This is an optimization exercise on Yosys and OpenROAD, whose aim is small area, not a production implementation. In this exercise RTL edits were held to simulation tests only and were not proved equivalent to the original.

Design hall_tracker, start of the top module:
module hall_tracker (
    input  wire        clk,
    input  wire        rst,
    input  wire        hdir,
    input  wire [10:0] hofs,
    input  wire [8:0]  spdto,
    input  wire [6:0]  invmax,
    input  wire [15:0] cpmm,
    input  wire        cmd_valid,
    output wire        cmd_ready,
    input  wire [1:0]  cmd_op,
    input  wire [31:0] cmd_tgate,
    input  wire [2:0]  cmd_hst,
    input  wire        cmd_ovf,
    input  wire [1:0]  cmd_ne,
    input  wire [31:0] cmd_ts0,
    input  wire [2:0]  cmd_st0,
    input  wire [31:0] cmd_ts1,
    input  wire [2:0]  cmd_st1,
    input  wire [31:0] cmd_delta,
    output reg  [2:0]  hstate,
    output reg  [2:0]  sector,
    output reg         still,
    output reg         dir,
    output reg  [1:0]  posq,
    output reg         hinv,
    output reg         hflt,
    output reg         hskip,
    output reg         spdsat,
    output reg         edgeovr,
    output reg         nots,
    output reg  [15:0] raw,
    output reg  [31:0] track,
    output reg  [31:0] pos,
    output reg  [15:0] spd,
    output reg  [15:0] v4,
    output reg  [31:0] edget,
    output wire [31:0] edgei,
    output reg  [10:0] elpos,
    output reg  [7:0]  frac,
    output reg  [7:0]  invcnt,
    output reg  [7:0]  skipcnt,
    output reg  [7:0]  ovrcnt,
    output reg  [7:0]  misscnt
);
Size in the first run: ~2700 cells after synthesis, about 450 flip-flops, ~0.025 mm2 of cells after synthesis.
==> flow/config.mk <==
export PLATFORM = sky130hd
export DESIGN_NAME = hall_tracker
export DESIGN_NICKNAME = hall_tracker
export VERILOG_FILES = /design/flow/design.v
export SDC_FILE = /design/flow/constraint.sdc
export NUM_CORES = 4
export LEC_CHECK = 0
export ABC_AREA = 1
export CAP_MARGIN = 20
export CORE_MARGIN = 2
export CORE_UTILIZATION = 60
export CTS_BUF_LIST = sky130_fd_sc_hd__clkbuf_8
export CTS_CLUSTER_DIAMETER = 50
export CTS_CLUSTER_SIZE = 20
export SLEW_MARGIN = 20
==> flow/constraint.sdc <==
create_clock -name core_clock -period 20.0 [get_ports {clk}]
set_input_delay 4.0000 -clock core_clock [delete_from_list [all_inputs] [get_ports {clk}]]
set_output_delay 4.0000 -clock core_clock [all_outputs]
set_load 0.01 [all_outputs]
standard.sh (not shown) runs the stock make flow with config.mk's settings and CLKGATE_MAP_FILE= SYNTH_SCRIPT=/design/flow/synth_recipe.tcl, a recipe that flattens the netlist after the stock synthesis.
==> flow/flow/run.sh <==
#!/bin/bash
# Standard layout, with plain buf_1 cells as the port buffers.
set -euo pipefail
export BUFFER_PORTS_ARGS="-buffer_cell sky130_fd_sc_hd__buf_1"
bash standard.sh > standard.log 2>&1
Change:
Settings changed: CORE_UTILIZATION 60 to 40, GPL_TIMING_DRIVEN from default to 0.
What happened: Worst setup slack loses 0.039 ns. Final area came out higher by 3.2%. Synthesized cell count is unchanged. Routed wire length came out higher by 8.6%. Synthesized area is unchanged. Fmax stays flat.
Change:
Settings changed: CORE_UTILIZATION 40 to 60, CTS_CLUSTER_SIZE 20 to 18, GPL_TIMING_DRIVEN 0 to default.
=> Clock skew decreases by 0.022 ns; critical path depth decreases by 3; design area decreases by 3.4%; non-clock buffer count decreases by 71; global-route usage increases by 13 points; maximum frequency increases by 0.31%; synthesized area is unchanged.
Change:
Settings changed: ABC_AREA 1 to 0, CORE_UTILIZATION 60 to 40, CTS_CLUSTER_SIZE 18 to 20.
=> The changed run completed with no timing, DRC or antenna violations; final area grows by 3.0%; setup slack degrades by 0.049 ns.


Starting RTL as in the previous note.
export LEC_CHECK = 0
export ABC_AREA = 1
export CAP_MARGIN = 20
export CORE_MARGIN = 2
export CORE_UTILIZATION = 40
export CTS_BUF_LIST = sky130_fd_sc_hd__clkbuf_8
export CTS_CLUSTER_DIAMETER = 50
export CTS_CLUSTER_SIZE = 20
export SLEW_MARGIN = 20
create_clock -name core_clock -period 20.0 [get_ports {clk}]
Scripts as last shown in full above: flow/flow/run.sh
Then changed:
Settings changed: CORE_UTILIZATION 40 to 60, CTS_CLUSTER_DIAMETER 50 to 40, CTS_CLUSTER_SIZE 20 to 16.
The changed run completed with no timing, DRC or antenna violations.
Synthesized area is unchanged.
Global-route usage rose by 14 points.
Wire length fell by 6.0%.
Register-to-register slack is worse by 0.41 ns.
Cell area fell by 0.58%.
Die area fell by 33%.
Critical path depth rose by 1.
Clock skew fell by 0.031 ns.
First-iteration DRC count rose by 45%.
Non-clock buffer count fell by 4.
Then changed:
Settings changed: CORE_UTILIZATION 60 to 50, CTS_CLUSTER_DIAMETER 40 to 50, CTS_CLUSTER_SIZE 16 to 20.
Outcome:
- The changed run completed with no timing, DRC or antenna violations
- wire length goes up by 0.37%
- setup slack improves by 0.074 ns
- worst hold slack improved by 0.013 ns
- non-clock buffer count fell by 1
- cell area goes down by 0.41%
- clock skew hardly moves


hall_tracker, a different RTL version from the one above (not shown whole).
For scale: ~2900 cells after synthesis, ~450 flip-flops, ~430 I/O pins, ~26000 um^2 of cells after synthesis.
export LEC_CHECK = 0
export ABC_AREA = 1
export CAP_MARGIN = 20
export CORE_MARGIN = 2
export CORE_UTILIZATION = 40
export SLEW_MARGIN = 20
create_clock -name core_clock -period 20.0 [get_ports {clk}]
Scripts as last shown in full above: flow/flow/run.sh
The first run went through all stages and came out clean.
==> next run, changes <==
==> flow/run.sh (new file) <==
#!/bin/bash
# synth_recipe.tcl (not shown) runs the flow's synth.tcl, then flattens the netlist and writes it again
# the make line also repeats each setting of config.mk as NAME=value (left out here)
make -C /OpenROAD-flow-scripts/flow DESIGN_CONFIG=/design/flow/config.mk WORK_HOME=/design/flow/orfs CLKGATE_MAP_FILE= SYNTH_SCRIPT=/design/flow/synth_recipe.tcl finish
--- a/flow/config.mk
+++ b/flow/config.mk
@@ -11,2 +11,3 @@
 export CORE_UTILIZATION = 40
+export CTS_BUF_LIST = sky130_fd_sc_hd__clkbuf_8
 export SLEW_MARGIN = 20
removed: flow/flow/run.sh
removed: flow/standard.sh
What happened: The new run finished with timing, DRC and antenna clean; setup slack gets worse by 0.026 ns; clock-buffer cell count rose by 17; flip-flop and latch count does not change.
==> next run, changes <==
==> flow/flow/run.sh (new file) <==
#!/bin/bash
# Standard layout, with plain buf_1 cells as the port buffers.
set -euo pipefail
export BUFFER_PORTS_ARGS="-buffer_cell sky130_fd_sc_hd__buf_1"
bash standard.sh > standard.log 2>&1
==> flow/standard.sh (new file) <==
#!/bin/bash
# synth_recipe.tcl (not shown) runs the flow's synth.tcl, then flattens the netlist and writes it again
# the make line also repeats each setting of config.mk as NAME=value (left out here)
make -C /OpenROAD-flow-scripts/flow DESIGN_CONFIG=/design/flow/config.mk WORK_HOME=/design/flow/orfs CLKGATE_MAP_FILE= SYNTH_SCRIPT=/design/flow/synth_recipe.tcl "${@:-finish}"
removed: flow/run.sh
Effect:
- The new run passed the timing, DRC and antenna checks
- cell area is lower by 8.1%
- fmax hardly moves
- critical path depth stays the same
- utilization is lower by 4.1 points
- sequential share of layout area is higher by 3.5 points
==> next run, changes <==
==> flow/run.sh (new file) <==
#!/bin/bash
# synth_recipe.tcl (not shown) runs the flow's synth.tcl, then flattens the netlist and writes it again
# the make line also repeats each setting of config.mk as NAME=value (left out here)
make -C /OpenROAD-flow-scripts/flow DESIGN_CONFIG=/design/flow/config.mk WORK_HOME=/design/flow/orfs CLKGATE_MAP_FILE= SYNTH_SCRIPT=/design/flow/synth_recipe.tcl finish
--- a/flow/config.mk
+++ b/flow/config.mk
@@ -11,3 +11,2 @@
 export CORE_UTILIZATION = 40
-export CTS_BUF_LIST = sky130_fd_sc_hd__clkbuf_8
 export SLEW_MARGIN = 20
removed: flow/flow/run.sh
removed: flow/standard.sh
Outcome:
- The changed run went through all stages and came out clean
- fmax hardly moves
- hold slack gains 0.011 ns
- worst setup slack is worse by 0.048 ns
- synthesized area is unchanged
- sequential share of layout area fell by 3.8 points
- wire length increases by 7.2%
==> next run, changes <==
==> flow/flow/run.sh (new file) <==
#!/bin/bash
# Standard layout, with plain buf_1 cells as the port buffers.
set -euo pipefail
export BUFFER_PORTS_ARGS="-buffer_cell sky130_fd_sc_hd__buf_1"
bash standard.sh > standard.log 2>&1
==> flow/standard.sh (new file) <==
#!/bin/bash
# synth_recipe.tcl (not shown) runs the flow's synth.tcl, then flattens the netlist and writes it again
# the make line also repeats each setting of config.mk as NAME=value (left out here)
make -C /OpenROAD-flow-scripts/flow DESIGN_CONFIG=/design/flow/config.mk WORK_HOME=/design/flow/orfs CLKGATE_MAP_FILE= SYNTH_SCRIPT=/design/flow/synth_recipe.tcl "${@:-finish}"
--- a/flow/config.mk
+++ b/flow/config.mk
@@ -11,2 +11,4 @@
 export CORE_UTILIZATION = 40
+export CTS_BUF_LIST = sky130_fd_sc_hd__clkbuf_4
+export CTS_CLUSTER_SIZE = 20
 export SLEW_MARGIN = 20
removed: flow/run.sh
The new run passed the timing, DRC and antenna checks. Global-route usage came out lower by 2.2 points. Final cell count went up by 3.4%. Via count is higher by 0.72%. Final area drops by about 7.5%. Die area does not change. Clock-buffer cell count came out higher by 131. Synthesized area is unchanged.


hall_tracker, a different RTL version from the one above (not shown whole).
For scale: roughly 2700 cells after synthesis, about 25000 um^2 of cells after synthesis.
Settings: LEC_CHECK=0, ABC_AREA=1, CAP_MARGIN=20, CORE_MARGIN=2, CORE_UTILIZATION=60, CTS_BUF_LIST=sky130_fd_sc_hd__clkbuf_8, CTS_CLUSTER_DIAMETER=40, CTS_CLUSTER_SIZE=20, SLEW_MARGIN=20; clock period 20.0 ns.
==> flow/flow/run.sh <==
#!/bin/bash
# Standard layout, with plain buf_1 cells as the port buffers.
set -euo pipefail
export BUFFER_PORTS_ARGS="-buffer_cell sky130_fd_sc_hd__buf_1"
bash standard.sh > standard.log 2>&1
The first run completed without violations.
Edit:
Settings changed: CTS_CLUSTER_DIAMETER 40 to 50, CTS_CLUSTER_SIZE 20 to 18.
Global-route usage went down by 1.2 points.
Worst hold slack degrades by 3.8 ps.
Cell area went down slightly.
Critical path depth is unchanged.
Clock-buffer cell count went down by 23.
Maximum frequency is about the same.
Utilization went down by 1.3 points.
First-iteration DRC count went down by a few percent.

-- separate check: timing with driven ports --
In the flow no input, the clock included, has a driving cell. The finished layouts below were timed again as built, in two steps.
Step 1 assumes that a clkbuf_16 drives the clock port and a buf_2 every other input.
Step 2 adds t to the input delays and takes it off the output delays; t is the mean of the earliest and latest rising clock arrival at the registers after step 1. Input paths then give back, and output paths get back, about the clock's delay inside the block.
Three values: ideal ports, drivers, drivers and shift; two values: the first two.
| run | t, ns | slack for setup (ns) | worst slew at a driven data input, ns | pins driven straight from the clock port |
|---|---|---|---|---|
| the first run of note 1 | 0.750 | 0.500 / 0.493 / -0.258 | 0.09 | 1 |
| the second run of note 1 | 0.772 | 0.460 / 0.494 / -0.279 | 0.07 | 1 |
| the third run of note 1 | 0.718 | 0.521 / 0.516 / -0.202 | 0.09 | 1 |
| the fourth run of note 1 | 0.756 | 0.472 / 0.505 / -0.251 | 0.08 | 1 |
| the first run of note 2 | 0.790 | 0.491 / 0.532 / -0.259 | 0.11 | 1 |
| the second run of note 2 | 0.760 | 0.501 / 0.497 / -0.263 | 0.11 | 1 |
| the third run of note 2 | 0.755 | 0.575 / 0.564 / -0.191 | 0.10 | 1 |
| the first run of note 3 | 0.685 | 0.566 / 0.567 / -0.118 | 0.06 | 1 |
| the second run of note 3 | 0.744 | 0.541 / 0.532 / -0.213 | 0.08 | 1 |
| the third run of note 3 | 0.746 | 0.560 / 0.559 / -0.187 | 0.07 | 1 |
| the fourth run of note 3 | 0.682 | 0.512 / 0.526 / -0.157 | 0.07 | 1 |
| the fifth run of note 3 | 1.058 | 0.621 / 0.616 / -0.442 | 0.07 | 1 |
| the first run of note 4 | 0.728 | 0.608 / 0.599 / -0.129 | 0.12 | 1 |
| the second run of note 4 | 0.726 | 0.589 / 0.583 / -0.142 | 0.11 | 1 |
With both steps, setup timing fails in every run listed, where it was met with ideal ports. For the fifth run of note 3, which loses most, drivers alone change the setup slack by -0.005 ns; drivers and shift together by -1.063 ns.
